Source: an optimization exercise on an open RTL-to-GDS flow (aim: small area and a short achievable clock period). Production flows keep margins and buffers that such runs may drop.
The RTL was checked by simulation tests, not by an equivalence proof against the original design.
Power is estimated from default activity; no workload was simulated.

$ cat flow/run.sh
#!/bin/bash
# The standard layout (standard.sh), except that
#  - synthesis maps the logic with an area-oriented ABC script
#    (flow/abc.script) in place of ORFS's delay-oriented one; the synthesis
#    passes, flattening and renaming are unchanged;
#  - the port buffers are buf_2 cells (ORFS picks a delay cell);
#  - clock tree synthesis adds no dummy loads.
set -euo pipefail
W=$(pwd)
mkdir -p "$W/own"

# ORFS's synth.tcl, with the ABC script swapped right after the preamble
# has built the abc argument list.
sed "s|^source \$::env(SCRIPTS_DIR)/synth_preamble.tcl\$|&\nset abc_args [lreplace \$abc_args 1 1 $W/flow/abc.script]|" \
    "$FLOW_HOME/scripts/synth.tcl" > "$W/own/synth.tcl"
grep -q "lreplace \$abc_args 1 1" "$W/own/synth.tcl"

# The standard flow's synthesis script, sourcing that copy
sed "s|\$::env(SCRIPTS_DIR)/synth.tcl|$W/own/synth.tcl|" "$W/synth_recipe.tcl" > "$W/own/synth_recipe.tcl"
grep -q "$W/own/synth.tcl" "$W/own/synth_recipe.tcl"

# standard.sh, using that synthesis script
sed "s|$W/synth_recipe.tcl|$W/own/synth_recipe.tcl|g" "$W/standard.sh" > "$W/own/standard.sh"
grep -q "$W/own/synth_recipe.tcl" "$W/own/standard.sh"

bash "$W/own/standard.sh" \
    "BUFFER_PORTS_ARGS=-buffer_cell sky130_fd_sc_hd__buf_2" \
    "CTS_ARGS=-sink_clustering_enable -repair_clock_nets -dont_use_dummy_load" \
    finish > "$W/flow.log" 2>&1
$ cat flow/abc.script
strash
dch
map -a
topo
$ cat standard.sh
#!/bin/bash
# synth_recipe.tcl (not shown) runs the flow's synth.tcl, then flattens the netlist and writes it again
# the make line also repeats each setting of config.mk as NAME=value (left out here)
make -C /OpenROAD-flow-scripts/flow DESIGN_CONFIG=/design/flow/config.mk WORK_HOME=/design/flow/orfs CLKGATE_MAP_FILE= SYNTH_SCRIPT=/design/flow/synth_recipe.tcl "${@:-finish}"
$ cat config.mk
export PLATFORM = sky130hd
export DESIGN_NAME = fil_slot
export DESIGN_NICKNAME = fil_slot
export VERILOG_FILES = /design/flow/design.v
export SDC_FILE = /design/flow/constraint.sdc
export NUM_CORES = 4
export LEC_CHECK = 0
export CAP_MARGIN = 20
export CORE_MARGIN = 2
export CORE_UTILIZATION = 60
export SLEW_MARGIN = 20
$ cat constraint.sdc
create_clock -name core_clock -period 230.0 [get_ports {clk}]
set_input_delay 46.0000 -clock core_clock [delete_from_list [all_inputs] [get_ports {clk}]]
set_output_delay 46.0000 -clock core_clock [all_outputs]
set_load 0.01 [all_outputs]
$ cat design.v
module fil_stage (
    input  wire               clk,
    input  wire               rst,
    input  wire               v,        
    input  wire               e,        
    input  wire [4:0]         k,        
    input  wire [3:0]         lm1,      
    input  wire signed [23:0] x,
    output reg  [28:0]        b,        
    output wire [3:0]         nm1       
);
    reg  [16*24-1:0] hist_n;            
    reg              pc;                
    wire        g     = k > {1'b0, lm1};            
    wire [15:0] tap   = 16'd1 << lm1;
    reg  [23:0] x_old;
    integer j;
    always @(*) begin
        x_old = 24'd0;
        for (j = 0; j < 16; j = j + 1)
            x_old = x_old | (~hist_n[24*j +: 24] & {24{tap[j]}});
    end
    wire [28:0] base  = pc ? 29'd0 : b;
    wire [23:0] xo    = g ? x_old : 24'd0;
    wire [28:0] p     = base + {{4{~xo[23]}}, ~xo, ~g};
    wire [28:0] xs    = {{4{x[23]}}, x, 1'b1};
    wire [29:0] bsum  = {p[28:1], 1'b1} + {xs[28:1], 1'b1};
    wire [28:0] b_new = {bsum[28:1], p[0]};
    assign nm1 = g ? lm1 : k[3:0];
    always @(posedge clk) begin
        if (rst)
            pc <= 1'b1;
        else if (v)
            pc <= e;
        if (v)
            b  <= b_new;
        if (v && !e)
            hist_n <= {hist_n[15*24-1:0], ~x};
    end
endmodule
module fil_div #(
    parameter NFAST = 0                  
) (
    input  wire [28:0] b,
    input  wire [3:0]  nm1,
    output wire [23:0] y
);
    wire [3:0] a = ~nm1;
    function [4:0] step;                 
        input [3:0] r;
        input       bi;
        input [3:0] a;                   
        reg [4:0] c;
        reg [3:0] s, t;
        reg       q;
        begin
            t    = {r[2:0], bi};
            c[0] = 1'b0;
            s[0] = t[0] ^ a[0];
            c[1] = t[0] & a[0];
            s[1] = t[1] ^ a[1] ^ c[1];
            c[2] = (t[1] & a[1]) | (t[1] & c[1]) | (a[1] & c[1]);
            s[2] = t[2] ^ a[2] ^ c[2];
            c[3] = (t[2] & a[2]) | (t[2] & c[2]) | (a[2] & c[2]);
            s[3] = t[3] ^ a[3] ^ c[3];
            c[4] = (t[3] & a[3]) | (t[3] & c[3]) | (a[3] & c[3]);
            q    = r[3] | c[4];
            step = {q, q ? s : t};
        end
    endfunction
    function [4:0] step_fast;
        input [3:0] r;
        input       bi;
        input [3:0] a;
        reg [3:0] t, s, c;
        reg       q, c4;
        begin
            t    = {r[2:0], bi};
            c[0] = 1'b0;
            c[1] = t[0] & a[0];
            c[2] = (t[1] & a[1]) | ((t[1] | a[1]) & t[0] & a[0]);
            c[3] = (t[2] & a[2]) | ((t[2] | a[2]) & (t[1] & a[1]))
                 | ((t[2] | a[2]) & (t[1] | a[1]) & t[0] & a[0]);
            c4   = (t[3] & a[3]) | ((t[3] | a[3]) & (t[2] & a[2]))
                 | ((t[3] | a[3]) & (t[2] | a[2]) & (t[1] & a[1]))
                 | ((t[3] | a[3]) & (t[2] | a[2]) & (t[1] | a[1]) & t[0] & a[0]);
            q    = r[3] | c4;
            s    = t ^ a ^ c;
            step_fast = {q, q ? s : t};
        end
    endfunction
    wire [4:0]  r5 = b[28:24] + (b[28] ? {1'b0, nm1} + 5'd1 : 5'd0);
    wire [3:0]  r [0:23];
    wire [22:0] q;
    assign r[23] = r5[3:0];
    genvar i;
    generate
        for (i = 23; i >= 1; i = i - 1) begin : g
            if (i > 23 - NFAST) begin : f
                assign {q[i-1], r[i-1]} = step_fast(r[i], b[i], a);
            end else begin : c
                assign {q[i-1], r[i-1]} = step(r[i], b[i], a);
            end
        end
    endgenerate
    wire tie = (r[0] == 4'd0) && !b[0];
    assign y = {b[28], q[22:1], q[0] & ~tie};
endmodule
module fil_slot (
    input  wire        clk,
    input  wire        rst,           
    input  wire        in_valid,      
    input  wire [23:0] in_data,       
    input  wire        in_clip,
    input  wire        in_supply,
    input  wire        in_nv,
    input  wire        in_restart,    
    input  wire [1:0]  cfg_stages,    
    input  wire [3:0]  cfg_l1m1,
    input  wire [3:0]  cfg_l2m1,
    input  wire [3:0]  cfg_l3m1,
    input  wire [15:0] cfg_dm1,
    output reg         out_valid,
    output reg  [23:0] out_value,
    output reg         out_uns,
    output reg         out_clip,
    output reg         out_supply,
    output reg         out_nv
);
    reg        v0, e0;
    reg [23:0] x0;
    reg [2:0]  mk0;
    reg [3:0]  c1_0, c2_0, c3_0;      
    reg [15:0] set_dm1;
    reg        rst_r;
    always @(posedge clk) begin
        rst_r <= rst;
        v0    <= in_valid && !rst;
        e0    <= in_restart;
        x0    <= in_data;
        mk0   <= {in_nv, in_supply, in_clip};
        c1_0  <= (cfg_stages >= 2'd1) ? cfg_l1m1 : 4'd0;
        c2_0  <= (cfg_stages >= 2'd2) ? cfg_l2m1 : 4'd0;
        c3_0  <= (cfg_stages == 2'd3) ? cfg_l3m1 : 4'd0;
        if (in_valid && in_restart)
            set_dm1 <= cfg_dm1;
        else if (rst_r)
            set_dm1 <= 16'd0;
    end
    reg        first;
    reg [3:0]  l1, l2, l3;
    reg [4:0]  k;                     
    reg [5:0]  m;                     
    reg [15:0] dcnt;                  
    reg [5:0]  age_c, age_s, age_n;   
    wire       restart = first || e0;
    wire [4:0] k_new   = (k == 5'd16) ? 5'd16 : k + 5'd1;
    wire [5:0] sup = 6'd1 + {2'b0, l1} + {2'b0, l2} + {2'b0, l3};
    function [5:0] age_next;
        input       mk;
        input [5:0] age;
        begin
            age_next = mk ? 6'd0 : ((age == 6'd63) ? 6'd63 : age + 6'd1);
        end
    endfunction
    wire [5:0] age_c_new = age_next(mk0[0], age_c);
    wire [5:0] age_s_new = age_next(mk0[1], age_s);
    wire [5:0] age_n_new = age_next(mk0[2], age_n);
    wire [5:0] m_new     = (m == 6'd63) ? 6'd63 : m + 6'd1;
    wire       dz        = (dcnt == 16'd0);
    wire       keep      = restart || dz;
    wire [28:0] b1;
    wire [3:0]  n1;
    fil_stage u_s1 (.clk(clk), .rst(rst_r), .v(v0), .e(restart), .k(k), .lm1(l1),
                    .x(x0), .b(b1), .nm1(n1));
    reg        v1, e1, ov1;
    reg [4:0]  k1;
    reg [3:0]  l2_1, l3_1, n1_1;
    reg [3:0]  f1;                    
    always @(posedge clk) begin
        if (rst_r) begin
            first <= 1'b1;
            l1    <= 4'd0;
            l2    <= 4'd0;
            l3    <= 4'd0;
            k     <= 5'd0;
            age_c <= 6'd63;
            age_s <= 6'd63;
            age_n <= 6'd63;
        end else if (v0) begin
            if (restart) begin
                first <= 1'b0;
                k     <= 5'd0;
                m     <= 6'd0;
                dcnt  <= set_dm1;
                age_c <= 6'd63;
                age_s <= 6'd63;
                age_n <= 6'd63;
                if (e0) begin
                    l1 <= c1_0;
                    l2 <= c2_0;
                    l3 <= c3_0;
                end
            end else begin
                k     <= k_new;
                m     <= m_new;
                dcnt  <= dz ? set_dm1 : dcnt - 16'd1;
                age_c <= age_c_new;
                age_s <= age_s_new;
                age_n <= age_n_new;
            end
        end
        v1   <= v0 && !rst;
        ov1  <= v0 && keep && !rst;
        e1   <= restart;
        k1   <= k;
        l2_1 <= l2;
        l3_1 <= l3;
        n1_1 <= n1;
        f1   <= {age_n_new < sup, age_s_new < sup, age_c_new < sup,
                 restart || (m_new < sup)};
    end
    wire [23:0] y1;
    fil_div #(.NFAST(8)) u_d1 (.b(b1), .nm1(n1_1), .y(y1));
    wire [28:0] b2;
    wire [3:0]  n2;
    fil_stage u_s2 (.clk(clk), .rst(rst_r), .v(v1), .e(e1), .k(k1), .lm1(l2_1),
                    .x(y1), .b(b2), .nm1(n2));
    reg        v2, e2, ov2;
    reg [4:0]  k2;
    reg [3:0]  l3_2, n2_2;
    reg [3:0]  f2;
    always @(posedge clk) begin
        v2   <= v1 && !rst;
        ov2  <= ov1 && !rst;
        e2   <= e1;
        k2   <= k1;
        l3_2 <= l3_1;
        n2_2 <= n2;
        f2   <= f1;
    end
    wire [23:0] y2;
    fil_div #(.NFAST(8)) u_d2 (.b(b2), .nm1(n2_2), .y(y2));
    wire [28:0] b3;
    wire [3:0]  n3;
    fil_stage u_s3 (.clk(clk), .rst(rst_r), .v(v2), .e(e2), .k(k2), .lm1(l3_2),
                    .x(y2), .b(b3), .nm1(n3));
    reg        ov3;
    reg [3:0]  n3_3;
    reg [3:0]  f3;
    always @(posedge clk) begin
        ov3  <= ov2 && !rst;
        n3_3 <= n3;
        f3   <= f2;
    end
    wire [23:0] y3;
    fil_div #(.NFAST(3)) u_d3 (.b(b3), .nm1(n3_3), .y(y3));
    always @(posedge clk) begin
        out_valid  <= ov3 && !rst;
        out_value  <= y3;
        {out_nv, out_supply, out_clip, out_uns} <= f3;
    end
endmodule
==> flow_summary.toml, run 1 <==
[setup_path]
crit_chain = "buf_2"
critPathCaptureType = "output pin"
crit_slowest_cell = "dfxtp_1"
worst_ep_arrival_time_ns = 1.20
critical_path_depth = 1
critPathRequiredTime_ns = 184.00
slowest_delay_ns = 0.34
path_class = "register to output pin"
cpLargestDelayFamily = "flip-flops"
worstPathMaxFanout = 1
critPathBufInv = 1
setup.worst_path.start_class = "register"
reg2reg_depth = 239

[finish]
drive_above_1_share_pct = 7.18
stdcell_area_mm2 = 0.0745
syn_to_final_growth_pct = 10.1
nets = 6382

[run]
max-cap-violations = 0

[die]
die_h_um = 340
die_w_um = 340
initial_utilization_pct = 60.3
pin_count = 90
die_area_mm2 = 0.115
rows = 123
coreArea_mm2 = 0.112

[clock_network]
htree_levels = 4
cts.sinks = 1440
cts_buffer_depth = 3
clkTransAtPathRegs_ns = 0.06
cts_tree = "done"
clock_latency_ns = 0.77
post_cts_buffers = 0
holdBufCountCts = 0
cts_made_buffers = 150
ctsResizeCount = 0
root_buffer = "clkbuf_16"

[logic_synthesis]
synth.distinct_cells = 46
synth.area.top_cells = "edfxtp_1 57%, ha_1 7.5%, dfxtp_1 4.8%, fa_1 4.8%, o22ai_1 4.5%"
ys_seq_area_share_pct = 61.5
synth-seq-cells = 1440
synth_most_common_cell = "edfxtp_1"
netlist.area_leader.share_pct = 56.7
synth-edff-count = 1277
syn_nets = 6055
synth_common_cells = "1277 x edfxtp_1, 598 x clkinv_1, 566 x nand2_1"
synth_warnings = 4
avgSynthCellArea_um2 = 12.5
syn_area_mm2 = 0.0676
syn_inst = 5426
synth_ff_type = "edfxtp_1"
synth_top_area_cell = "edfxtp_1"
async_flop_share_pct = 0

[timing]
rsz0062_at_grt = "no"
hold_violations = 0
slew_headroom_pct = 25.1
timing.fmax_ghz = 0.0212
final.setup_skew_ns = 0.0917
finalMaxSlewViolations = 0
fin_crit_ns = 47.20
post-route-period-util_pct = 20.5
worst-slew-pin-transition_ns = 1.12
setup_viol = 0
final.setup.tns_ns = 0

[detailed_routing]
drt-total-wl_um = 167000
dr.pass1.iters = 6
route.detailed.drc = 0
vias = 44500
vias_per_cell = 6.13
drtIter0Drc = 4461
wl_per_cell_um = 23.0
antenna_left = 0

[pwr]
ir_drop_mv = 0.00740
power_density_mw_per_mm2 = 9.32
p_leak_nw = 26.5

[global_routing]
grt.overflow.total = 0
grt_pass1_vias = 42400
grt_antenna_before_repair = 5
grt_max_degree = 189
grt_pass1_wl_um = 254000
grt_util_all_layers_pct = 28.9

[hold_path]
hp-class = "register to register"
hold_depth = 0

[placement]
gp_congestion = 0.871
place_area_mm2 = 0.0707
dpl.hpwl_um = 110000
io_buffers = 89

[status]
status = "finished clean"
==> through the flow <==
stage          setup slack (ns)  cells  utilization [%]  hold WS [ns]  power, W
6_report                 182.80   7252             66.4         0.315  0.000694
5_1_grt                  181.33   7251             66.4         0.323  0.000737
4_1_cts                  182.75   7250             66.4         0.314  0.000698
3_5_place_dp             182.60   7100             63.0         0.314  0.000495
3_3_place_gp             182.62   7099             63.0         0.311  0.000489
2_1_floorplan            182.93   5426                -         0.310  0.000447
==> layout by cell type, fill, tap and decap left out, drive strengths merged, types with 89 or more instances in the layout <==
| cell type | synthesis | routed |
|---|---|---|
| a21oi | 342 | 342 |
| fa | 162 | 162 |
| edfxtp | 1277 | 1277 |
| buf | 0 | 175 |
| clkinv | 598 | 597 |
| nand3 | 89 | 89 |
| dfxtp | 163 | 163 |
| xor2 | 172 | 172 |
| o22ai | 488 | 488 |
| o21ai | 185 | 185 |
| nor2 | 451 | 451 |
| nand2 | 566 | 566 |
| clkbuf | 0 | 150 |
| ha | 406 | 406 |
| nor4 | 124 | 124 |
==> cells by family after synthesis <==
family,after synthesis,share of synthesized area [%]
adders and majority gates,568,12.3
AOI/OAI and AO/OA,1183,10.4
and+or+nand+nor,1332,8.37
xor gates and xnor gates,249,3.22
muxes,56,0.829
DFF,1440,61.5
buffers and inverters,598,3.32
==> metal layers <==
metal	vias up	GRT usage (%)	part of all wire, %	routed length, um
li1	20600	-	-	-
met2	1702	44.4	45	75500
met3	258	4.25	8.0	13300
met5	-	0	0.020	34
met4	4	7.68	2.2	3720
met1	22000	43.5	45	74300
==> sequential cells by signal, indices dropped and copies added, names as in the netlist, 16 cells and up <==
name / cells
x0: 24
u_s2.b: 29
u_s3.hist_n: 384
u_s3.b: 29
u_s1.hist_n: 384
u_s1.b: 29
dcnt: 16
set_dm1: 16
u_s2.hist_n: 384
out_value: 24
==> worst paths after layout <==
| check | start | end | slack [ns] |
|---|---|---|---|
| setup / recovery | out_value[6]$_DFF_P_ | out_value[6] | 182.80 |
| hold / removal | f2[1]$_DFF_P_ | f3[1]$_DFF_P_ | 0.31 |
| setup reg to reg | n2_2[1]$_DFF_P_ | u_s3.b[27]$_DFFE_PP_ | 185.57 |
| hold reg to reg | f2[1]$_DFF_P_ | f3[1]$_DFF_P_ | 0.31 |
==> area by class of cell <==
class | instances | area, um2
sequential | 1440 | 41600
fill | 8380 | 37700
multi-input combinational | 3388 | 23900
clock buffer | 150 | 3750
inverter | 598 | 2240
tap | 1500 | 1880
timing repair buffer | 175 | 1150
antenna | 1 | 2.50
==> power breakdown <==
group | total [W] | switching [W] | leakage [nW] | internal (W)
logic | 0.000193 | 0.000120 | 11.7 | 0.0000732
clock network | 0.000204 | 0.0000905 | 1.85 | 0.000114
registers | 0.000297 | 0.00000400 | 12.9 | 0.000293
total | 0.000694 | 0.000214 | 26.5 | 0.000480
==> inputs of run 2 (changes only) <==
--- a/flow/run.sh
+++ b/flow/run.sh
@@ -27,3 +27,3 @@
     "BUFFER_PORTS_ARGS=-buffer_cell sky130_fd_sc_hd__buf_2" \
-    "CTS_ARGS=-sink_clustering_enable -repair_clock_nets -dont_use_dummy_load" \
+    "CTS_ARGS=-sink_clustering_enable -repair_clock_nets -dont_use_dummy_load -sink_clustering_size 28 -sink_clustering_max_diameter 90" \
     finish > "$W/flow.log" 2>&1
--- a/config.mk
+++ b/config.mk
@@ -9,3 +9,3 @@
 export CORE_MARGIN = 2
-export CORE_UTILIZATION = 60
+export CORE_UTILIZATION = 70
 export SLEW_MARGIN = 20
==> run 2 against run 1 <==
Routed wire length shrank 4.9%. Global-route usage is 3.2 points higher. First-iteration DRC count up 25%. Combinational power about the same. Critical path depth stayed put. Sequential power hardly changed. Area after synthesis unchanged. Utilization is 8.3 points higher. Largest power group unchanged. Sequential share of layout area rose by 2.0 points. Die area fell by 14%. Highest routed layer unchanged. Setup slack better by 0.037 ns.
==> flow_summary.toml, run 2 <==
[status]
status = "finished clean"

[setup_path]
crit_slowest_cell = "dfxtp_1"
slowest_delay_ns = 0.33
critical_path_depth = 1
critPathCaptureType = "output pin"
cpLargestDelayFamily = "flip-flops"
setup.worst_path.start_class = "register"
path_class = "register to output pin"
critPathBufInv = 1
critPathRequiredTime_ns = 184.00
worstPathMaxFanout = 1
crit_chain = "buf_2"
worst_ep_arrival_time_ns = 1.16
reg2reg_depth = 241

[finish]
final_cell_mix = "1277 x edfxtp_1, 598 x clkinv_1, 564 x nand2_1, 488 x o22ai_1, 447 x nor2_1"
syn_to_final_growth_pct = 6.36
layout.cells.most_common = "edfxtp_1"
nets = 6287
reg_top3 = "u_s1.hist_n: 384 flops, u_s2.hist_n: 384 flops, u_s3.hist_n: 384 flops"
drive_above_1_share_pct = 5.59
stdcell_count = 6933

[detailed_routing]
route.detailed.drc = 0
dr.pass1.iters = 6
vias_per_cell = 6.42
wl_per_cell_um = 22.9
vias = 44500
drt-total-wl_um = 159000
drtIter0Drc = 5584
antenna_left = 0

[logic_synthesis]
avgSynthCellArea_um2 = 12.5
synth_xor_area_share_pct = 3.22
synth_top_area_cell = "edfxtp_1"
synth.distinct_cells = 46
synth-seq-cells = 1440
synth_most_common_cell = "edfxtp_1"
synth-edff-count = 1277
synth_common_cells = "1277 x edfxtp_1, 598 x clkinv_1, 566 x nand2_1"
syn_area_mm2 = 0.0676
muxShareOfSynthArea_pct = 0.829
netlist.area_leader.share_pct = 56.7
synth_compound_area_share_pct = 10.4
synth.area.top_cells = "edfxtp_1 57%, ha_1 7.5%, dfxtp_1 4.8%, fa_1 4.8%, o22ai_1 4.5%"
synth_ff_type = "edfxtp_1"
synthSimpleGateAreaFrac_pct = 8.37
syn_nets = 6055
syn_inst = 5426
synth_warnings = 4
synth-adder-area-share_pct = 12.3
async_flop_share_pct = 0
synth_top_family_by_area = "adder cells"
ys_seq_area_share_pct = 61.5

[global_routing]
grt_pass1_vias = 42200
grt_util_all_layers_pct = 32.1
grt_antenna_before_repair = 6
grt.overflow.total = 0
grt_pass1_wl_um = 243000
grt_max_degree = 199

[die]
die_area_mm2 = 0.0991
initial_utilization_pct = 70.3
pin_count = 90
die_w_um = 315
die_h_um = 315
rows = 114
coreArea_mm2 = 0.0963

[clock_network]
holdBufCountCts = 0
cts.sinks = 1440
clock_latency_ns = 0.72
cts_buffer_depth = 3
root_buffer = "clkbuf_16"
clkTransAtPathRegs_ns = 0.11
cts_tree = "done"
ctsResizeCount = 0
cts_made_buffers = 60
htree_levels = 2
post_cts_buffers = 0

[pwr]
comb_power_share_pct = 31.6
p_leak_nw = 25.3
p_sw_w = 0.000198
ir_drop_mv = 0.00820
switching_share_pct = 32.4
power_frac_clock_pct = 19.8
pwr-share-seq_pct = 48.6
power_density_mw_per_mm2 = 8.48
p_int_w = 0.000412

[placement]
gp_congestion = 0.897
dp.cells = 6871
dpl.hpwl_um = 106000
io_buffers = 89
place_worst_setup_slack_ns = 182.50

[timing]
fin_crit_ns = 47.16
rsz0062_at_grt = "no"
timing.fmax_ghz = 0.0212
fin_ws_ns = 182.84
worst-slew-pin-transition_ns = 1.10
slew_headroom_pct = 26.4
finalMaxSlewViolations = 0
post-route-period-util_pct = 20.5
hold_slack_ns = 0.329
final.setup.tns_ns = 0
hold_violations = 0
setup_viol = 0
final.setup_skew_ns = 0.0627

[run]
max-cap-violations = 0

[hold_path]
hold_depth = 0
hp-class = "register to register"
==> run 2: cell counts after synthesis <==
No cell type changed its count.
==> run 2: cell type report <==
| class | count | area [um2] |
|---|---|---|
| Sequential cell | 1440 | 41600 |
| Fill cell | 6330 | 24300 |
| Multi-Input combinational cell | 3388 | 23900 |
| Inverter | 598 | 2240 |
| Tap cell | 1276 | 1600 |
| Clock buffer | 60 | 1500 |
| Timing Repair Buffer | 170 | 1120 |
| Antenna cell | 1 | 2.50 |
==> run 2: cells by family (layout without fill, tap and decap cells) <==
kind of cell             after synthesis  count (layout)
AND/OR/NAND/NOR                     1332            1332
multiplexers                          56              56
XOR/XNOR                             249             249
adder cells (fa/ha/maj)              568             568
other                                  0               1
AO/OA/AOI/OAI                       1183            1183
flip-flops                          1440            1440
buffers and inverters                598             828
==> run 2: power groups by stage <==
stage	sequential (W)	combinational, W	clock [W]
6_report	0.000296	0.000193	0.000121
2_1_floorplan	0.000303	0.000145	0
3_5_place_dp	0.000302	0.000192	0
5_1_grt	0.000297	0.000221	0.000130
3_3_place_gp	0.000302	0.000184	0
4_1_cts	0.000296	0.000192	0.000122
==> run 2: worst paths after layout <==
kind                              start              endpoint  slack [ns]
setup / recovery  out_value[20]$_DFF_P_         out_value[20]      182.84
setup reg to reg        n2_2[1]$_DFF_P_  u_s3.b[27]$_DFFE_PP_      185.87
hold / removal            f3[3]$_DFF_P_        out_nv$_DFF_P_        0.33
hold reg to reg           f3[3]$_DFF_P_        out_nv$_DFF_P_        0.33
==> run 2: per-stage QoR <==
step / util [%] / instance area [um2] / power [W]
6_report: 74.7 / 71900 / 0.000610
5_1_grt: 74.7 / 71900 / 0.000648
4_1_cts: 74.7 / 71900 / 0.000611
3_5_place_dp: 73.1 / 70400 / 0.000494
3_3_place_gp: 73.1 / 70400 / 0.000486
2_1_floorplan: - / 67600 / 0.000447
==> run 2: layer usage <==
metal	wire length, um	global-route usage (%)	up-vias
met1	64500	46.9	21700
met5	27	0	-
met2	74400	51.1	2239
met3	15400	4.61	273
met4	4490	9.03	4
li1	-	-	20300
==> inputs of run 3 (changes only) <==
--- a/flow/run.sh
+++ b/flow/run.sh
@@ -6,3 +6,4 @@
 #  - the port buffers are buf_2 cells (ORFS picks a delay cell);
-#  - clock tree synthesis adds no dummy loads.
+#  - clock tree synthesis adds no dummy loads and clusters up to 25 sinks
+#    within 80 um under each leaf buffer (fewer, fuller leaf buffers).
 set -euo pipefail
@@ -27,3 +28,3 @@
     "BUFFER_PORTS_ARGS=-buffer_cell sky130_fd_sc_hd__buf_2" \
-    "CTS_ARGS=-sink_clustering_enable -repair_clock_nets -dont_use_dummy_load -sink_clustering_size 28 -sink_clustering_max_diameter 90" \
+    "CTS_ARGS=-sink_clustering_enable -repair_clock_nets -dont_use_dummy_load -sink_clustering_size 25 -sink_clustering_max_diameter 80" \
     finish > "$W/flow.log" 2>&1
--- a/config.mk
+++ b/config.mk
@@ -9,3 +9,3 @@
 export CORE_MARGIN = 2
-export CORE_UTILIZATION = 70
+export CORE_UTILIZATION = 60
 export SLEW_MARGIN = 20
==> run 3 against run 2 <==
Clock skew rose by 0.025 ns. Critical path type unchanged. Clock power rose by 12%. Critical path depth did not move. Via count fell by 1.0%. Combinational power barely moved. Flip-flop and latch count did not move. First-iteration DRC count fell by 18%. Register-to-register slack got worse by 0.13 ns. Area after synthesis did not move. Largest cell class unchanged. Utilization fell by 10 points. Critical endpoint is now out_value[12]. Highest routed layer unchanged. Largest power group unchanged.
==> flow_summary.toml, run 3 <==
[hold_path]
min_from = "f2[1]$_DFF_P_"
min_to = "f3[1]$_DFF_P_"
hp-class = "register to register"
hold_depth = 0

[setup_path]
worstPathMaxFanout = 1
reg2reg_to = "u_s3.b[27]$_DFFE_PP_"
crit_chain = "buf_2"
critPathBufInv = 1
cpLargestDelayFamily = "flip-flops"
reg2reg_from = "n2_2[1]$_DFF_P_"
crit_slowest_cell = "dfxtp_1"
reg2reg_depth = 235
slowest_delay_ns = 0.32
critPathRequiredTime_ns = 184.00
setup.worst_path.start_class = "register"
worst_ep_arrival_time_ns = 1.13
path_class = "register to output pin"
critPathCaptureType = "output pin"
r2r_setup_slack_ns = 185.74

[timing]
hold_slack_ns = 0.321
hold_violations = 0
final.setup_skew_ns = 0.0876
setup_viol = 0
post-route-period-util_pct = 20.5
worst-slew-pin-transition_ns = 1.09
timing.fmax_ghz = 0.0212
rsz0062_at_grt = "no"
fin_crit_ns = 47.13
final.setup.tns_ns = 0
finalMaxSlewViolations = 0
slew_headroom_pct = 27.2

[logic_synthesis]
netlist.area_leader.share_pct = 56.7
syn_nets = 6055
synth_ff_type = "edfxtp_1"
synth_compound_area_share_pct = 10.4
syn_area_mm2 = 0.0676
synth-adder-area-share_pct = 12.3
muxShareOfSynthArea_pct = 0.829
synthSimpleGateAreaFrac_pct = 8.37
synth_top_area_cell = "edfxtp_1"
async_flop_share_pct = 0
synth_most_common_cell = "edfxtp_1"
syn_inst = 5426
synth.area.top_cells = "edfxtp_1 57%, ha_1 7.5%, dfxtp_1 4.8%, fa_1 4.8%, o22ai_1 4.5%"
synth.distinct_cells = 46
ys_seq_area_share_pct = 61.5
avgSynthCellArea_um2 = 12.5
synth_common_cells = "1277 x edfxtp_1, 598 x clkinv_1, 566 x nand2_1"
synth_top_family_by_area = "adder cells"
synth_xor_area_share_pct = 3.22
synth-seq-cells = 1440
synth_warnings = 4
synth-edff-count = 1277

[finish]
nets = 6305
multi_input_area_mm2 = 0.0239
syn_to_final_growth_pct = 7.29
regArea_mm2 = 0.0416
fill_cells = 8596
layout.cells.most_common = "edfxtp_1"
final_cell_mix = "1277 x edfxtp_1, 597 x clkinv_1, 563 x nand2_1, 488 x o22ai_1, 447 x nor2_1"
drive_above_1_share_pct = 5.92
reg_top3 = "u_s1.hist_n: 384 flops, u_s2.hist_n: 384 flops, u_s3.hist_n: 384 flops"
stdcell_area_mm2 = 0.0726

[clock_network]
holdBufCountCts = 0
post_cts_buffers = 0
ctsResizeCount = 0
cts_buffer_depth = 3
clkTransAtPathRegs_ns = 0.09
cts.sinks = 1440
root_buffer = "clkbuf_16"
htree_levels = 3
clock_latency_ns = 0.69
cts_made_buffers = 73
cts_tree = "done"

[detailed_routing]
wl_per_cell_um = 23.0
antenna_left = 0
dr.pass1.iters = 5
vias_per_cell = 6.14
drtIter0Drc = 4568
drt-total-wl_um = 165000
vias = 44100
route.detailed.drc = 0

[global_routing]
grt_util_all_layers_pct = 28.4
grt.overflow.total = 0
top_usage_layer = "met2"
grt_use_met2_pct = 44.2
grt_max_degree = 189
grt_antenna_before_repair = 4
use_met1_pct = 43.3
grt_pass1_wl_um = 251000
grt_pass1_vias = 41600
grt.met3_usage_pct = 3.63

[die]
die_h_um = 340
initial_utilization_pct = 60.3
die_area_mm2 = 0.115
rows = 123
coreArea_mm2 = 0.112
die_w_um = 340
pin_count = 90

[placement]
dpl.hpwl_um = 110000
place_area_mm2 = 0.0707
gp_congestion = 0.871
io_buffers = 89

[status]
status = "finished clean"

[pwr]
power_density_mw_per_mm2 = 8.60
p_leak_nw = 25.5
ir_drop_mv = 0.00772

[run]
max-cap-violations = 0
## run 3: cell counts after synthesis
No cell type changed its count.
## run 3: metrics by stage
| step | worst slack [ns] | utilization, % | total power [W] | cells |
|---|---|---|---|---|
| floorplan | 182.93 | - | 0.000447 | 5426 |
| global placement | 182.62 | 63.0 | 0.000489 | 7099 |
| detailed placement | 182.60 | 63.0 | 0.000495 | 7100 |
| CTS | 182.83 | 64.7 | 0.000628 | 7173 |
| global route | 181.36 | 64.7 | 0.000665 | 7174 |
| finish | 182.87 | 64.7 | 0.000624 | 7175 |
## run 3: power breakdown
group          internal (W)  leakage (nW)  total [W]  switching [W]
clock             0.0000569         0.900   0.000135      0.0000783
combinational     0.0000731          11.7   0.000193       0.000119
sequential         0.000292          12.9   0.000296     0.00000400
## run 3: worst max-delay path by stage
stage | startpoint | to | slack, ns | depth (start not counted)
3_3_place_gp | in_valid | set_dm1[10]$_SDFFCE_PN0P_ | 182.62 | 3
2_1_floorplan | in_valid | set_dm1[0]$_SDFFCE_PN0P_ | 182.93 | 2
3_5_place_dp | in_valid | set_dm1[10]$_SDFFCE_PN0P_ | 182.60 | 3
5_1_grt | n2_2[1]$_DFF_P_ | u_s3.b[27]$_DFFE_PP_ | 181.36 | 243
6_report | out_value[12]$_DFF_P_ | out_value[12] | 182.87 | 1
4_1_cts | out_value[12]$_DFF_P_ | out_value[12] | 182.83 | 1
## run 3: kinds of logic after synthesis
| family | Yosys count |
|---|---|
| AO/OA/AOI/OAI | 1183 |
| XOR/XNOR | 249 |
| adder cells (fa/ha/maj) | 568 |
| buffers and inverters | 598 |
| flip-flops | 1440 |
| multiplexers | 56 |
| AND/OR/NAND/NOR | 1332 |
## run 3: routing by layer
| layer | wire length, um | share of wire, % |
|---|---|---|
| met3 | 13000 | 7.9 |
| met1 | 73600 | 45 |
| met4 | 3500 | 2.1 |
| met2 | 74800 | 45 |
| met5 | 33 | 0.020 |
## run 3: area by class of cell
type / instances / area share [%]
repair buffers: 175 / 1.58
multi-input cells: 3388 / 32.9
inverters: 598 / 3.09
clock buffers: 73 / 2.52
well taps: 1500 / 2.59
diodes: 1 / 0.00345
flip-flops and latches: 1440 / 57.3
## run 3: worst register-to-register path: cells and delay by family (launching register included)
kind / cells / cell delay (ns)
AO/OA/AOI/OAI: 61 / 10.51
AND/OR/NAND/NOR: 73 / 11.41
XOR/XNOR: 2 / 0.46
adder cells (fa/ha/maj): 57 / 17.27
flip-flops: 1 / 0.81
buffers and inverters: 42 / 3.53
==> inputs of run 4 (changes only) <==
--- a/design.v
+++ b/design.v
@@ -1,2 +1,4 @@
-module fil_stage (
+module fil_stage #(
+    parameter FAST = 1                  
+) (
     input  wire               clk,
@@ -13,17 +15,39 @@
     reg              pc;                
+    function [28:0] radd;
+        input [28:0] a;
+        input [28:0] bb;
+        input        ci;
+        reg          c;
+        integer      i;
+        begin
+            c = ci;
+            for (i = 0; i < 29; i = i + 1) begin
+                radd[i] = a[i] ^ bb[i] ^ c;
+                c       = (a[i] & bb[i]) | (a[i] & c) | (bb[i] & c);
+            end
+        end
+    endfunction
     wire        g     = k > {1'b0, lm1};            
-    wire [15:0] tap   = 16'd1 << lm1;
-    reg  [23:0] x_old;
+    wire [15:0] tap   = g ? 16'd1 << lm1 : 16'd0;
+    reg  [23:0] xo;
     integer j;
     always @(*) begin
-        x_old = 24'd0;
+        xo = 24'd0;
         for (j = 0; j < 16; j = j + 1)
-            x_old = x_old | (~hist_n[24*j +: 24] & {24{tap[j]}});
+            xo = xo | (~hist_n[24*j +: 24] & {24{tap[j]}});
     end
     wire [28:0] base  = pc ? 29'd0 : b;
-    wire [23:0] xo    = g ? x_old : 24'd0;
-    wire [28:0] p     = base + {{4{~xo[23]}}, ~xo, ~g};
-    wire [28:0] xs    = {{4{x[23]}}, x, 1'b1};
-    wire [29:0] bsum  = {p[28:1], 1'b1} + {xs[28:1], 1'b1};
-    wire [28:0] b_new = {bsum[28:1], p[0]};
+    wire [28:0] p     = radd(base, {{4{~xo[23]}}, ~xo, ~g}, 1'b0);
+    wire [28:0] xs    = {{5{x[23]}}, x};
+    wire [27:0] hi;
+    generate
+        if (FAST) begin : fa
+            wire [28:0] s = {p[28:1], 1'b1} + {xs[27:0], 1'b1};
+            assign hi = s[28:1];
+        end else begin : ra
+            wire [28:0] s = radd({1'b0, p[28:1]}, {1'b0, xs[27:0]}, 1'b1);
+            assign hi = s[27:0];
+        end
+    endgenerate
+    wire [28:0] b_new = {hi, p[0]};
     assign nm1 = g ? lm1 : k[3:0];
@@ -173,3 +197,3 @@
     wire [3:0]  n1;
-    fil_stage u_s1 (.clk(clk), .rst(rst_r), .v(v0), .e(restart), .k(k), .lm1(l1),
+    fil_stage #(.FAST(0)) u_s1 (.clk(clk), .rst(rst_r), .v(v0), .e(restart), .k(k), .lm1(l1),
                     .x(x0), .b(b1), .nm1(n1));
@@ -256,3 +280,3 @@
     wire [23:0] y3;
-    fil_div #(.NFAST(3)) u_d3 (.b(b3), .nm1(n3_3), .y(y3));
+    fil_div #(.NFAST(0)) u_d3 (.b(b3), .nm1(n3_3), .y(y3));
     always @(posedge clk) begin
--- a/flow/run.sh
+++ b/flow/run.sh
@@ -6,4 +6,4 @@
 #  - the port buffers are buf_2 cells (ORFS picks a delay cell);
-#  - clock tree synthesis adds no dummy loads and clusters up to 25 sinks
-#    within 80 um under each leaf buffer (fewer, fuller leaf buffers).
+#  - clock tree synthesis adds no dummy loads and clusters up to 28 sinks
+#    within 90 um under each leaf buffer (fewer, fuller leaf buffers).
 set -euo pipefail
@@ -28,3 +28,3 @@
     "BUFFER_PORTS_ARGS=-buffer_cell sky130_fd_sc_hd__buf_2" \
-    "CTS_ARGS=-sink_clustering_enable -repair_clock_nets -dont_use_dummy_load -sink_clustering_size 25 -sink_clustering_max_diameter 80" \
+    "CTS_ARGS=-sink_clustering_enable -repair_clock_nets -dont_use_dummy_load -sink_clustering_size 28 -sink_clustering_max_diameter 90" \
     finish > "$W/flow.log" 2>&1
--- a/config.mk
+++ b/config.mk
@@ -9,3 +9,4 @@
 export CORE_MARGIN = 2
-export CORE_UTILIZATION = 60
+export CORE_UTILIZATION = 70
+export GPL_TIMING_DRIVEN = 0
 export SLEW_MARGIN = 20
==> run 4 against run 3 <==
Still clean. Total power rose by 18%. Critical path depth unchanged. Global-route usage is 1.7 points higher. Fmax decreased by 0.18%. Sequential share of layout area rose by 0.85 points. Utilization up 12 points. Clock power is 11% lower. Critical path type unchanged. Largest cell class unchanged.
==> flow_summary.toml, run 4 <==
[setup_path]
r2r_setup_slack_ns = 186.16
path_class = "register to output pin"
setup.worst_path.start_class = "register"
critical_path_depth = 1
reg2reg_depth = 254
critPathBufInv = 1
critPathCaptureType = "output pin"
worstPathMaxFanout = 1
reg2reg_from = "n2_2[1]$_DFF_P_"
crit_chain = "buf_2"
crit_path_end = "out_value[20]"
worst_ep_arrival_time_ns = 1.21
startpoint = "out_value[20]$_DFF_P_"
crit_slowest_cell = "dfxtp_1"
reg2reg_to = "u_s3.b[28]$_DFFE_PP_"
slowest_delay_ns = 0.36
cpLargestDelayFamily = "flip-flops"
critPathRequiredTime_ns = 184.00

[die]
pin_count = 90
rows = 112
die_h_um = 311
die_area_mm2 = 0.0970
die_w_um = 311
initial_utilization_pct = 70.8
coreArea_mm2 = 0.0935

[pwr]
power_density_mw_per_mm2 = 10.3
total_power_w = 0.000737
p_leak_nw = 24.7
ir_drop_mv = 0.00906

[detailed_routing]
route.detailed.drc = 0
dr.pass1.iters = 6
antenna_left = 0
vias = 41000
wl_per_cell_um = 22.2
drtIter0Drc = 4689
vias_per_cell = 6.26
drt-total-wl_um = 145000

[timing]
rsz0062_at_grt = "no"
hold_violations = 0
final.setup.tns_ns = 0
worst-slew-pin-transition_ns = 1.16
fin_ws_ns = 182.79
post-route-period-util_pct = 20.5
timing.fmax_ghz = 0.0212
fin_crit_ns = 47.21
setup_viol = 0
finalMaxSlewViolations = 0
slew_headroom_pct = 22.5
final.setup_skew_ns = 0.0820

[logic_synthesis]
synth_top_area_cell = "edfxtp_1"
syn_nets = 5684
ys_seq_area_share_pct = 62.9
synth_ff_type = "edfxtp_1"
synth.distinct_cells = 38
synth-seq-cells = 1440
synth_most_common_cell = "edfxtp_1"
synth_common_cells = "1277 x edfxtp_1, 590 x clkinv_1, 545 x nand2_1"
syn_inst = 5068
synth.area.top_cells = "edfxtp_1 58%, fa_1 8.3%, ha_1 5.3%, dfxtp_1 4.9%, clkinv_1 3.3%"
async_flop_share_pct = 0
syn_area_mm2 = 0.0662
avgSynthCellArea_um2 = 13.1
netlist.area_leader.share_pct = 58.0
synth-edff-count = 1277
synth_warnings = 5

[hold_path]
hp-class = "register to register"

[placement]
gp_congestion = 0.848
place_worst_setup_slack_ns = 182.55
dpl.hpwl_um = 98900
place_area_mm2 = 0.0697
io_buffers = 89

[global_routing]
grt_max_degree = 47
grt_util_all_layers_pct = 30.1
grt.overflow.total = 0
grt_antenna_before_repair = 1
grt_pass1_vias = 40200
grt_pass1_wl_um = 227000

[finish]
diodes = 0
reg_top3 = "u_s1.hist_n: 384 flops, u_s2.hist_n: 384 flops, u_s3.hist_n: 384 flops"
stdcell_area_mm2 = 0.0715
final_core_util_pct = 76.5
syn_to_final_growth_pct = 8.10
drive_above_1_share_pct = 6.52
layout.cells.most_common = "edfxtp_1"
nets = 5910
final_cell_mix = "1277 x edfxtp_1, 566 x clkinv_1, 545 x nand2_1, 507 x nor2_1, 281 x ha_1"

[clock_network]
cts_made_buffers = 59
root_buffer = "clkbuf_16"
cts_buffer_depth = 3
ctsResizeCount = 0
cts.sinks = 1440
clock_latency_ns = 0.72
holdBufCountCts = 0
clkTransAtPathRegs_ns = 0.10
cts_tree = "done"
htree_levels = 2
post_cts_buffers = 0

[status]
status = "finished clean"

[run]
max-cap-violations = 0
## run 4: kinds of logic after synthesis
kind of cell,Yosys count,share of synthesized area [%]
mux,54,0.817
fa+ha+maj,555,13.6
flops,1440,62.9
compound gates,912,8.79
simple gates,1376,8.69
xor+xnor,141,1.87
buf+inv,590,3.35
## run 4: metrics by stage
| step | cells | hold WS, ns |
|---|---|---|
| 4_1_cts | 6533 | 0.325 |
| 6_report | 6546 | 0.323 |
| 5_1_grt | 6546 | 0.336 |
| 2_1_floorplan | 5068 | 0.310 |
| 3_5_place_dp | 6474 | 0.312 |
| 3_3_place_gp | 6411 | 0.311 |
## run 4: worst min-delay path by stage
stage	start	to	slack [ns]	cells past startpoint
2_1_floorplan	f1[0]$_DFF_P_	f2[0]$_DFF_P_	0.31	0
3_3_place_gp	f2[3]$_DFF_P_	f3[3]$_DFF_P_	0.31	0
3_5_place_dp	f1[2]$_DFF_P_	f2[2]$_DFF_P_	0.31	0
4_1_cts	f3[2]$_DFF_P_	out_supply$_DFF_P_	0.33	0
5_1_grt	f2[3]$_DFF_P_	f3[3]$_DFF_P_	0.34	0
6_report	f2[3]$_DFF_P_	f3[3]$_DFF_P_	0.32	0
## run 4: area by class of cell
cell class                 count  area [um2]
sequential                  1440       41600
inverter                     590        2240
tap                         1254        1570
clock buffer                  59        1480
fill                        5846       21900
multi-input combinational   3038       22400
timing repair buffer         165        2240
## run 4: where the power goes
part           switching [W]  leakage, nW  total [W]  internal, W
clock network      0.0000742        0.727   0.000120    0.0000459
logic               0.000188         11.1   0.000309     0.000121
registers         0.00000861         12.9   0.000308     0.000299
## run 4: routing by layer
| metal | wire length (um) | GRT usage [%] |
|---|---|---|
| met5 | 0 | 0 |
| met4 | 4930 | 10.2 |
| met3 | 11500 | 4.19 |
| met2 | 68000 | 47.8 |
| met1 | 61000 | 43.8 |
==> inputs of run 5 (changes only) <==
--- a/config.mk
+++ b/config.mk
@@ -10,3 +10,2 @@
 export CORE_UTILIZATION = 70
-export GPL_TIMING_DRIVEN = 0
 export SLEW_MARGIN = 20
==> run 5 against run 4 <==
Worst hold slack improved by 0.015 ns. Setup slack better by 0.039 ns. Global-route usage decreased by 0.085 points. Synthesized cell count unchanged. Clock power barely moved. Area after synthesis unchanged. Fmax barely moved. Clock-buffer cell count stayed put. Die area unchanged. Critical path type unchanged. Highest routed layer is now met5.
==> flow_summary.toml, run 5 <==
[status]
status = "finished clean"

[setup_path]
slowest_delay_ns = 0.33
path_class = "register to output pin"
crit_chain = "buf_2"
critPathRequiredTime_ns = 184.00
critPathBufInv = 1
worstPathMaxFanout = 1
crit_slowest_cell = "dfxtp_1"
critPathCaptureType = "output pin"
setup.worst_path.start_class = "register"
worst_ep_arrival_time_ns = 1.17
cpLargestDelayFamily = "flip-flops"

[finish]
nets = 5918
drive_above_1_share_pct = 6.09
final_cell_mix = "1277 x edfxtp_1, 590 x clkinv_1, 545 x nand2_1, 510 x nor2_1, 281 x ha_1"
syn_to_final_growth_pct = 6.30
stdcell_area_mm2 = 0.0703
reg_top3 = "u_s1.hist_n: 384 flops, u_s2.hist_n: 384 flops, u_s3.hist_n: 384 flops"
layout.cells.most_common = "edfxtp_1"

[timing]
finalMaxSlewViolations = 0
worst-slew-pin-transition_ns = 1.09
timing.fmax_ghz = 0.0212
slew_headroom_pct = 27.3
setup_viol = 0
final.setup.tns_ns = 0
hold_violations = 0
post-route-period-util_pct = 20.5
rsz0062_at_grt = "no"
fin_crit_ns = 47.17
fin_ws_ns = 182.83
final.setup_skew_ns = 0.0852

[clock_network]
clkTransAtPathRegs_ns = 0.10
ctsResizeCount = 0
holdBufCountCts = 0
clock_latency_ns = 0.72
cts_tree = "done"
post_cts_buffers = 0
cts.sinks = 1440
htree_levels = 2
root_buffer = "clkbuf_16"
cts_made_buffers = 59
cts_buffer_depth = 3

[hold_path]
hp-class = "register to register"

[logic_synthesis]
synth.area.top_cells = "edfxtp_1 58%, fa_1 8.3%, ha_1 5.3%, dfxtp_1 4.9%, clkinv_1 3.3%"
synth.distinct_cells = 38
synth-edff-count = 1277
ys_seq_area_share_pct = 62.9
syn_inst = 5068
synth_common_cells = "1277 x edfxtp_1, 590 x clkinv_1, 545 x nand2_1"
synth_most_common_cell = "edfxtp_1"
synth_warnings = 5
syn_area_mm2 = 0.0662
synth_ff_type = "edfxtp_1"
syn_nets = 5684
synth_top_area_cell = "edfxtp_1"
netlist.area_leader.share_pct = 58.0
avgSynthCellArea_um2 = 13.1
async_flop_share_pct = 0
synth-seq-cells = 1440

[pwr]
power_frac_clock_pct = 16.3
p_sw_w = 0.000269
p_leak_nw = 24.3
power_density_mw_per_mm2 = 10.4
switching_share_pct = 36.6
ir_drop_mv = 0.00881
p_int_w = 0.000465
comb_power_share_pct = 41.8
pwr-share-seq_pct = 41.9

[detailed_routing]
met3_wirelength_um = 12700
top_layer = "met5"
wl_per_cell_um = 22.2
wl_met1_um = 61100
vias_per_cell = 6.25
antenna_left = 0
drt-total-wl_um = 146000
dr.pass1.iters = 6
wl_met2_um = 67100
drtIter0Drc = 4694
route.detailed.drc = 0
vias = 41000

[global_routing]
grt.overflow.total = 0
grt_pass1_vias = 39700
grt_util_all_layers_pct = 30.1
grt_antenna_before_repair = 3
grt_pass1_wl_um = 225000
grt_max_degree = 150

[placement]
io_buffers = 89
place_area_mm2 = 0.0689
gp_congestion = 0.873
dpl.hpwl_um = 97100
place_worst_setup_slack_ns = 182.57

[die]
rows = 112
pin_count = 90
die_area_mm2 = 0.0970
die_w_um = 311
initial_utilization_pct = 70.8
coreArea_mm2 = 0.0935
die_h_um = 311

[run]
max-cap-violations = 0
run 5: cell count changes in the layout (fill, tap and decap cells not counted), moves of 4 or more:
cell      change
buf_16       -40
nor2_2        -4
clkinv_2     -23
buf_4        +82
buf_12       -28
clkinv_1     +24
run 5: power groups by stage:
stage / clock [W] / sequential (W) / combinational, W
finish: 0.000119 / 0.000308 / 0.000307
global route: 0.000129 / 0.000309 / 0.000355
CTS: 0.000121 / 0.000308 / 0.000307
detailed placement: 0 / 0.000314 / 0.000306
global placement: 0 / 0.000313 / 0.000292
floorplan: 0 / 0.000311 / 0.000238
run 5: path summary, 6_finish.rpt:
kind | from | to | slack, ns | cells past startpoint
max | out_valid$_DFF_P_ | out_valid | 182.83 | 1
min | f3[1]$_DFF_P_ | out_clip$_DFF_P_ | 0.34 | 0
min reg2reg | f3[1]$_DFF_P_ | out_clip$_DFF_P_ | 0.34 | 0
max reg2reg | n2_2[1]$_DFF_P_ | u_s3.b[28]$_DFFE_PP_ | 186.61 | 254
run 5: stage by stage:
| step | std cells | total power [W] | util [%] | hold slack (ns) |
|---|---|---|---|---|
| 2_1_floorplan | 5068 | 0.000549 | - | 0.310 |
| 3_3_place_gp | 6495 | 0.000606 | 73.7 | 0.311 |
| 3_5_place_dp | 6495 | 0.000619 | 73.7 | 0.313 |
| 4_1_cts | 6554 | 0.000737 | 75.2 | 0.338 |
| 5_1_grt | 6554 | 0.000793 | 75.2 | 0.342 |
| 6_report | 6555 | 0.000734 | 75.3 | 0.337 |
run 5: cells by family after synthesis:
| family | after synthesis | synth area share (%) |
|---|---|---|
| muxes | 54 | 0.817 |
| and+or+nand+nor | 1376 | 8.69 |
| AOI/OAI and AO/OA | 912 | 8.79 |
| xor gates and xnor gates | 141 | 1.87 |
| DFF | 1440 | 62.9 |
| buffers and inverters | 590 | 3.35 |
| adders and majority gates | 555 | 13.6 |
run 5: final cells by class:
cell class / count / area [um2]
tap: 1254 / 1570
sequential: 1440 / 41600
fill: 6081 / 23100
clock buffer: 59 / 1480
multi-input combinational: 3038 / 22400
timing repair buffer: 173 / 1090
inverter: 590 / 2210
antenna: 1 / 2.50
run 5: metal layers:
layer / track usage (%) / vias to the layer above
met1: 44.4 / 20300
met4: 9.67 / 2
met2: 46.9 / 1735
li1: - / 18800
met5: 0 / -
met3: 4.54 / 222
==> inputs of run 6 (changes only) <==
--- a/design.v
+++ b/design.v
@@ -175,4 +175,3 @@
     reg [3:0]  l1, l2, l3;
-    reg [4:0]  k;                     
-    reg [5:0]  m;                     
+    reg [5:0]  k;                     
     reg [15:0] dcnt;                  
@@ -180,3 +179,4 @@
     wire       restart = first || e0;
-    wire [4:0] k_new   = (k == 5'd16) ? 5'd16 : k + 5'd1;
+    wire [5:0] k_new   = (k == 6'd63) ? 6'd63 : k + 6'd1;
+    wire [4:0] ks      = {k[5] | k[4], k[3:0]};
     wire [5:0] sup = 6'd1 + {2'b0, l1} + {2'b0, l2} + {2'b0, l3};
@@ -192,3 +192,2 @@
     wire [5:0] age_n_new = age_next(mk0[2], age_n);
-    wire [5:0] m_new     = (m == 6'd63) ? 6'd63 : m + 6'd1;
     wire       dz        = (dcnt == 16'd0);
@@ -197,3 +196,3 @@
     wire [3:0]  n1;
-    fil_stage #(.FAST(0)) u_s1 (.clk(clk), .rst(rst_r), .v(v0), .e(restart), .k(k), .lm1(l1),
+    fil_stage #(.FAST(0)) u_s1 (.clk(clk), .rst(rst_r), .v(v0), .e(restart), .k(ks), .lm1(l1),
                     .x(x0), .b(b1), .nm1(n1));
@@ -209,3 +208,3 @@
             l3    <= 4'd0;
-            k     <= 5'd0;
+            k     <= 6'd0;
             age_c <= 6'd63;
@@ -216,4 +215,3 @@
                 first <= 1'b0;
-                k     <= 5'd0;
-                m     <= 6'd0;
+                k     <= 6'd0;
                 dcnt  <= set_dm1;
@@ -229,3 +227,2 @@
                 k     <= k_new;
-                m     <= m_new;
                 dcnt  <= dz ? set_dm1 : dcnt - 16'd1;
@@ -239,3 +236,3 @@
         e1   <= restart;
-        k1   <= k;
+        k1   <= ks;
         l2_1 <= l2;
@@ -244,6 +241,6 @@
         f1   <= {age_n_new < sup, age_s_new < sup, age_c_new < sup,
-                 restart || (m_new < sup)};
+                 restart || (k_new < sup)};
     end
     wire [23:0] y1;
-    fil_div #(.NFAST(8)) u_d1 (.b(b1), .nm1(n1_1), .y(y1));
+    fil_div #(.NFAST(4)) u_d1 (.b(b1), .nm1(n1_1), .y(y1));
     wire [28:0] b2;
@@ -266,3 +263,3 @@
     wire [23:0] y2;
-    fil_div #(.NFAST(8)) u_d2 (.b(b2), .nm1(n2_2), .y(y2));
+    fil_div #(.NFAST(4)) u_d2 (.b(b2), .nm1(n2_2), .y(y2));
     wire [28:0] b3;
==> flow/abc.script (replaced) <==
strash
dch
map -a
strash
dch
map -a
strash
dch
map -a
topo
==> run 6 against run 5 <==
Clock-buffer cell count unchanged. Fmax barely moved. Largest cell class unchanged. Cell area is 2.4% lower. Clock skew grew 0.0010 ns. Via count fell by 2.6%. Critical path depth unchanged. Sequential power shrank 4%. Synthesized cell count fell by 5.4%. Die area fell by 2.4%.
==> flow_summary.toml, run 6 <==
[detailed_routing]
drt-total-wl_um = 146000
drtIter0Drc = 4908
vias_per_cell = 6.42
antenna_left = 0
route.detailed.drc = 0
wl_per_cell_um = 23.5
vias = 39900
dr.pass1.iters = 9

[logic_synthesis]
synth-edff-count = 1271
ys_seq_area_share_pct = 64.2
synth_most_common_cell = "edfxtp_1"
syn_nets = 5382
async_flop_share_pct = 0
synth_warnings = 5
synth_common_cells = "1271 x edfxtp_1, 575 x nand2_1, 565 x clkinv_1"
syn_inst = 4796
synth-seq-cells = 1435
synth.distinct_cells = 39
netlist.area_leader.share_pct = 59.1
synth_top_area_cell = "edfxtp_1"
synth.area.top_cells = "edfxtp_1 59%, fa_1 9.2%, dfxtp_1 5.1%, o22ai_1 5.0%, ha_1 4.4%"
synth_ff_type = "edfxtp_1"
syn_area_mm2 = 0.0646
avgSynthCellArea_um2 = 13.5

[timing]
slew_headroom_pct = 25.9
worst-slew-pin-transition_ns = 1.10
fin_ws_ns = 182.84
rsz0062_at_grt = "no"
finalMaxSlewViolations = 0
final.setup_skew_ns = 0.0863
fin_crit_ns = 47.16
post-route-period-util_pct = 20.5
setup_viol = 0
timing.fmax_ghz = 0.0212
final.setup.tns_ns = 0
hold_violations = 0

[finish]
regArea_mm2 = 0.0415
layout.cells.most_common = "edfxtp_1"
fill_cells = 5814
final_cell_mix = "1271 x edfxtp_1, 575 x nand2_1, 564 x clkinv_1, 521 x o22ai_1, 297 x fa_1"
reg_top3 = "u_s1.hist_n: 384 flops, u_s2.hist_n: 384 flops, u_s3.hist_n: 384 flops"
multi_input_area_mm2 = 0.0210
syn_to_final_growth_pct = 6.31
diodes = 0
drive_above_1_share_pct = 5.69
nets = 5614

[clock_network]
ctsResizeCount = 0
holdBufCountCts = 0
clock_latency_ns = 0.73
cts_buffer_depth = 3
cts_made_buffers = 59
cts.sinks = 1435
htree_levels = 2
cts_tree = "done"
post_cts_buffers = 0
clkTransAtPathRegs_ns = 0.10
root_buffer = "clkbuf_16"

[setup_path]
worst_ep_arrival_time_ns = 1.16
setup.worst_path.start_class = "register"
slowest_delay_ns = 0.33
critPathCaptureType = "output pin"
worstPathMaxFanout = 1
crit_slowest_cell = "dfxtp_1"
path_class = "register to output pin"
critPathBufInv = 1
critPathRequiredTime_ns = 184.00
cpLargestDelayFamily = "flip-flops"
crit_chain = "buf_2"

[pwr]
power_density_mw_per_mm2 = 8.58
p_int_w = 0.000403
comb_power_share_pct = 29.2
switching_share_pct = 31.5
p_leak_nw = 23.6
p_sw_w = 0.000185
power_frac_clock_pct = 20.4
pwr-share-seq_pct = 50.4
ir_drop_mv = 0.00696

[global_routing]
grt_pass1_wl_um = 223000
grt_max_degree = 192
grt.overflow.total = 0
grt_pass1_vias = 38800
grt_antenna_before_repair = 2
grt_util_all_layers_pct = 31.1

[hold_path]
hp-class = "register to register"

[die]
die_area_mm2 = 0.0947
initial_utilization_pct = 70.5
die_w_um = 308
die_h_um = 308
coreArea_mm2 = 0.0915
rows = 111
pin_count = 90

[run]
max-cap-violations = 0

[status]
status = "finished clean"

[placement]
gp_congestion = 0.853
place_worst_setup_slack_ns = 182.50
dpl.hpwl_um = 94400
io_buffers = 89
## run 6: cell count changes after synthesis, sizes merged, moves of 23 or more
cell,before,now
ha,281,228
nor3,125,44
nor2,514,281
o22ai,244,521
a21oi,269,211
nand2,545,575
o221ai,135,29
o22a,41,1
fa,274,297
xnor2,61,25
nor4,92,123
clkinv,590,565
## run 6: metal layers
layer / up-vias / GRT usage, % / wire, um
met5: - / 0 / 6
met4: 2 / 8.72 / 4200
met3: 237 / 6.22 / 14300
met2: 1960 / 48.0 / 67700
met1: 19700 / 46.0 / 59600
li1: 18000 / - / -
## run 6: worst paths after layout
kind / start / end / slack [ns] / cells past startpoint
max: out_nv$_DFF_P_ / out_nv / 182.84 / 1
min: f2[2]$_DFF_P_ / f3[2]$_DFF_P_ / 0.34 / 0
max reg2reg: u_s2.b[28]$_DFFE_PP_ / u_s3.b[27]$_DFFE_PP_ / 185.29 / 254
min reg2reg: f2[2]$_DFF_P_ / f3[2]$_DFF_P_ / 0.34 / 0
## run 6: per-stage QoR
step | power [W] | instances | hold WS (ns) | area [um2] | utilization, %
after floorplan | 0.000432 | 4796 | 0.310 | 64600 | -
after global placement | 0.000465 | 6153 | 0.313 | 67200 | 73.4
after detailed placement | 0.000474 | 6153 | 0.312 | 67200 | 73.4
after CTS | 0.000591 | 6212 | 0.338 | 68600 | 75.0
after global routing | 0.000625 | 6212 | 0.343 | 68600 | 75.0
final | 0.000589 | 6212 | 0.337 | 68600 | 75.0
## run 6: final cells by class
class	count	area share (%)
tap	1186	2.16
timing repair buffer	171	1.58
clock buffer	59	2.15
multi-input combinational	2796	30.6
inverter	565	3.09
sequential	1435	60.4
## run 6: power groups by stage
stage	clock, W	combinational (W)	sequential [W]
6_report	0.000120	0.000172	0.000297
3_3_place_gp	0	0.000163	0.000302
2_1_floorplan	0	0.000130	0.000302
3_5_place_dp	0	0.000171	0.000302
5_1_grt	0.000129	0.000199	0.000297
4_1_cts	0.000122	0.000172	0.000297
## run 6: cells by family after synthesis
family                   synth area share, %
AO/OA/AOI/OAI                           9.04
multiplexers                           0.930
XOR/XNOR                                1.34
buffers and inverters                   3.29
flip-flops                              64.2
adder cells (fa/ha/maj)                 13.6
AND/OR/NAND/NOR                         7.57
## run 6: worst reg2reg max path, delay by kind of cell (launching register included)
| family | cells | cell delay, ns |
|---|---|---|
| buf+inv | 59 | 6.56 |
| compound gates | 42 | 7.09 |
| simple gates | 87 | 11.67 |
| fa+ha+maj | 65 | 18.49 |
| xor+xnor | 1 | 0.07 |
| flops | 1 | 0.65 |
==> inputs of run 7 (changes only) <==
==> flow/abc.script (replaced) <==
strash
dch
map -a
topo
==> run 7 against run 6 <==
Largest cell class unchanged. Die area is 1.2% higher. Still clean on timing, DRC and antenna. Cell area is 1.3% higher. Combinational power hardly changed. First-iteration DRC count is 4.2% lower. Utilization is 0.12 points lower. Area after synthesis is 1.2% higher. Sequential share of layout area is 0.80 points lower.
==> flow_summary.toml, run 7 <==
[status]
status = "finished clean"

[clock_network]
cts_buffer_depth = 3
ctsResizeCount = 0
holdBufCountCts = 0
root_buffer = "clkbuf_16"
cts_made_buffers = 60
clkTransAtPathRegs_ns = 0.10
post_cts_buffers = 0
cts.sinks = 1435
clock_latency_ns = 0.72
htree_levels = 2
cts_tree = "done"

[detailed_routing]
antenna_left = 0
drt-total-wl_um = 144000
dr.pass1.iters = 6
wl_per_cell_um = 22.3
vias_per_cell = 6.25
vias = 40200
route.detailed.drc = 0
drtIter0Drc = 4701

[logic_synthesis]
ys_seq_area_share_pct = 63.5
synth-edff-count = 1271
synth_ff_type = "edfxtp_1"
syn_inst = 4950
synth_warnings = 5
async_flop_share_pct = 0
netlist.area_leader.share_pct = 58.4
syn_area_mm2 = 0.0653
synth.distinct_cells = 38
avgSynthCellArea_um2 = 13.2
synth-seq-cells = 1435
synth.area.top_cells = "edfxtp_1 58%, fa_1 9.1%, dfxtp_1 5.0%, ha_1 4.4%, clkinv_1 3.2%"
synth_most_common_cell = "edfxtp_1"
synth_common_cells = "1271 x edfxtp_1, 564 x clkinv_1, 549 x nand2_1"
synth_top_area_cell = "edfxtp_1"
syn_nets = 5536

[finish]
nets = 5771
reg_top3 = "u_s1.hist_n: 384 flops, u_s2.hist_n: 384 flops, u_s3.hist_n: 384 flops"
syn_to_final_growth_pct = 6.50
stdcell_count = 6437
drive_above_1_share_pct = 6.46
diodes = 0
layout.cells.most_common = "edfxtp_1"
final_cell_mix = "1271 x edfxtp_1, 564 x clkinv_1, 549 x nand2_1, 490 x nor2_1, 297 x fa_1"

[timing]
final.setup.tns_ns = 0
fin_ws_ns = 182.84
final.setup_skew_ns = 0.0737
hold_violations = 0
fin_crit_ns = 47.16
finalMaxSlewViolations = 0
worst-slew-pin-transition_ns = 1.19
rsz0062_at_grt = "no"
timing.fmax_ghz = 0.0212
setup_viol = 0
post-route-period-util_pct = 20.5
slew_headroom_pct = 20.9

[die]
coreArea_mm2 = 0.0929
die_h_um = 309
initial_utilization_pct = 70.3
die_area_mm2 = 0.0958
pin_count = 90
die_w_um = 309
rows = 112

[setup_path]
cpLargestDelayFamily = "flip-flops"
worstPathMaxFanout = 1
critPathRequiredTime_ns = 184.00
critPathCaptureType = "output pin"
crit_chain = "buf_2"
worst_ep_arrival_time_ns = 1.16
critPathBufInv = 1
crit_slowest_cell = "dfxtp_1"
path_class = "register to output pin"
setup.worst_path.start_class = "register"
slowest_delay_ns = 0.33

[pwr]
ir_drop_mv = 0.00659
power_density_mw_per_mm2 = 8.52
p_leak_nw = 24.0

[global_routing]
grt_max_degree = 204
grt_pass1_vias = 38700
grt_antenna_before_repair = 0
grt_pass1_wl_um = 222000
grt_util_all_layers_pct = 30.5
grt.overflow.total = 0

[hold_path]
hp-class = "register to register"

[placement]
dpl.hpwl_um = 93500
io_buffers = 89
gp_congestion = 0.863
dp.cells = 6374
place_worst_setup_slack_ns = 182.63

[run]
max-cap-violations = 0
run 7: report_power, final:
part	switching [W]	internal [W]
combinational	0.000107	0.0000673
sequential	0.00000521	0.000292
clock	0.0000743	0.0000466
run 7: path summary, 6_finish.rpt:
path | cells after the start | startpoint | to | slack, ns
worst min register to register | 0 | f2[1]$_DFF_P_ | f3[1]$_DFF_P_ | 0.31
worst max-delay path | 1 | out_nv$_DFF_P_ | out_nv | 182.84
worst max register to register | 239 | u_s1.b[28]$_DFFE_PP_ | u_s2.b[27]$_DFFE_PP_ | 186.29
worst min-delay path | 0 | f2[1]$_DFF_P_ | f3[1]$_DFF_P_ | 0.31
run 7: kinds of logic (layout without fill, tap and decap cells):
logic type / count (synthesis) / in the layout / synth area share [%]
buf+inv: 564 / 797 / 3.24
compound gates: 891 / 891 / 8.67
mux: 58 / 58 / 0.889
fa+ha+maj: 525 / 525 / 13.5
simple gates: 1372 / 1372 / 8.85
xor+xnor: 105 / 105 / 1.41
flops: 1435 / 1435 / 63.5
run 7: per-layer routing:
| metal | part of all wire, % | up-vias | wire [um] | global-route usage [%] |
|---|---|---|---|---|
| met5 | 0 | - | 0 | 0 |
| met4 | 2.9 | 0 | 4200 | 8.99 |
| met3 | 8.4 | 204 | 12000 | 4.08 |
| met2 | 46 | 1755 | 66600 | 47.8 |
| met1 | 42 | 19900 | 60900 | 45.5 |
| li1 | - | 18300 | - | - |
run 7: layout make-up:
cell class	count	area (um2)
sequential	1435	41500
fill	6040	23400
multi-input combinational	2951	21800
inverter	564	2120
tap	1254	1570
clock buffer	60	1500
timing repair buffer	173	1150
run 7: stage by stage:
step	total power, W	util (%)	area [um2]	hold slack, ns
6_report	0.000592	74.9	69600	0.313
5_1_grt	0.000629	74.9	69600	0.314
4_1_cts	0.000595	74.8	69500	0.315
3_5_place_dp	0.000477	73.2	68000	0.312
3_3_place_gp	0.000469	73.2	68000	0.311
2_1_floorplan	0.000435	-	65300	0.310

what the ideal ports hide:
The flow's constraints put no driver on any port. The routed layouts listed below were extracted and timed again, unchanged, in two steps. Step 1: set_driving_cell puts a clkbuf_16 on clk and a buf_2 on each other input, an assumption about the parent block. Step 2 times the ports against the registers' clock, not the clock port: input delays grow and output delays shrink by t, the midpoint of the rising clock arrivals with the driver on. Three values: ideal ports, drivers, drivers and shift; two values: the first two.
run | t (ns) | setup WS [ns] | worst hold slack (ns)
run 1 | 0.802 | 182.804 / 182.726 / 182.656 | 0.315 / 0.315 / 0.315
run 2 | 0.754 | 182.841 / 182.773 / 182.565 | 0.329 / 0.329 / 0.329
run 3 | 0.719 | 182.874 / 182.804 / 182.668 | 0.321 / 0.321 / 0.321
run 4 | 0.760 | 182.790 / 182.713 / 182.618 | 0.323 / 0.323 / 0.323
run 5 | 0.744 | 182.829 / 182.761 / 182.541 | 0.337 / 0.337 / 0.337
run 6 | 0.750 | 182.839 / 182.771 / 182.570 | 0.337 / 0.337 / 0.337
run 7 | 0.760 | 182.840 / 182.766 / 182.669 | 0.313 / 0.313 / 0.313
After both steps setup and hold are still met in every run listed. The setup slack of run 5, which loses most, moves by -0.068 ns with the drivers and by -0.288 ns with both steps.
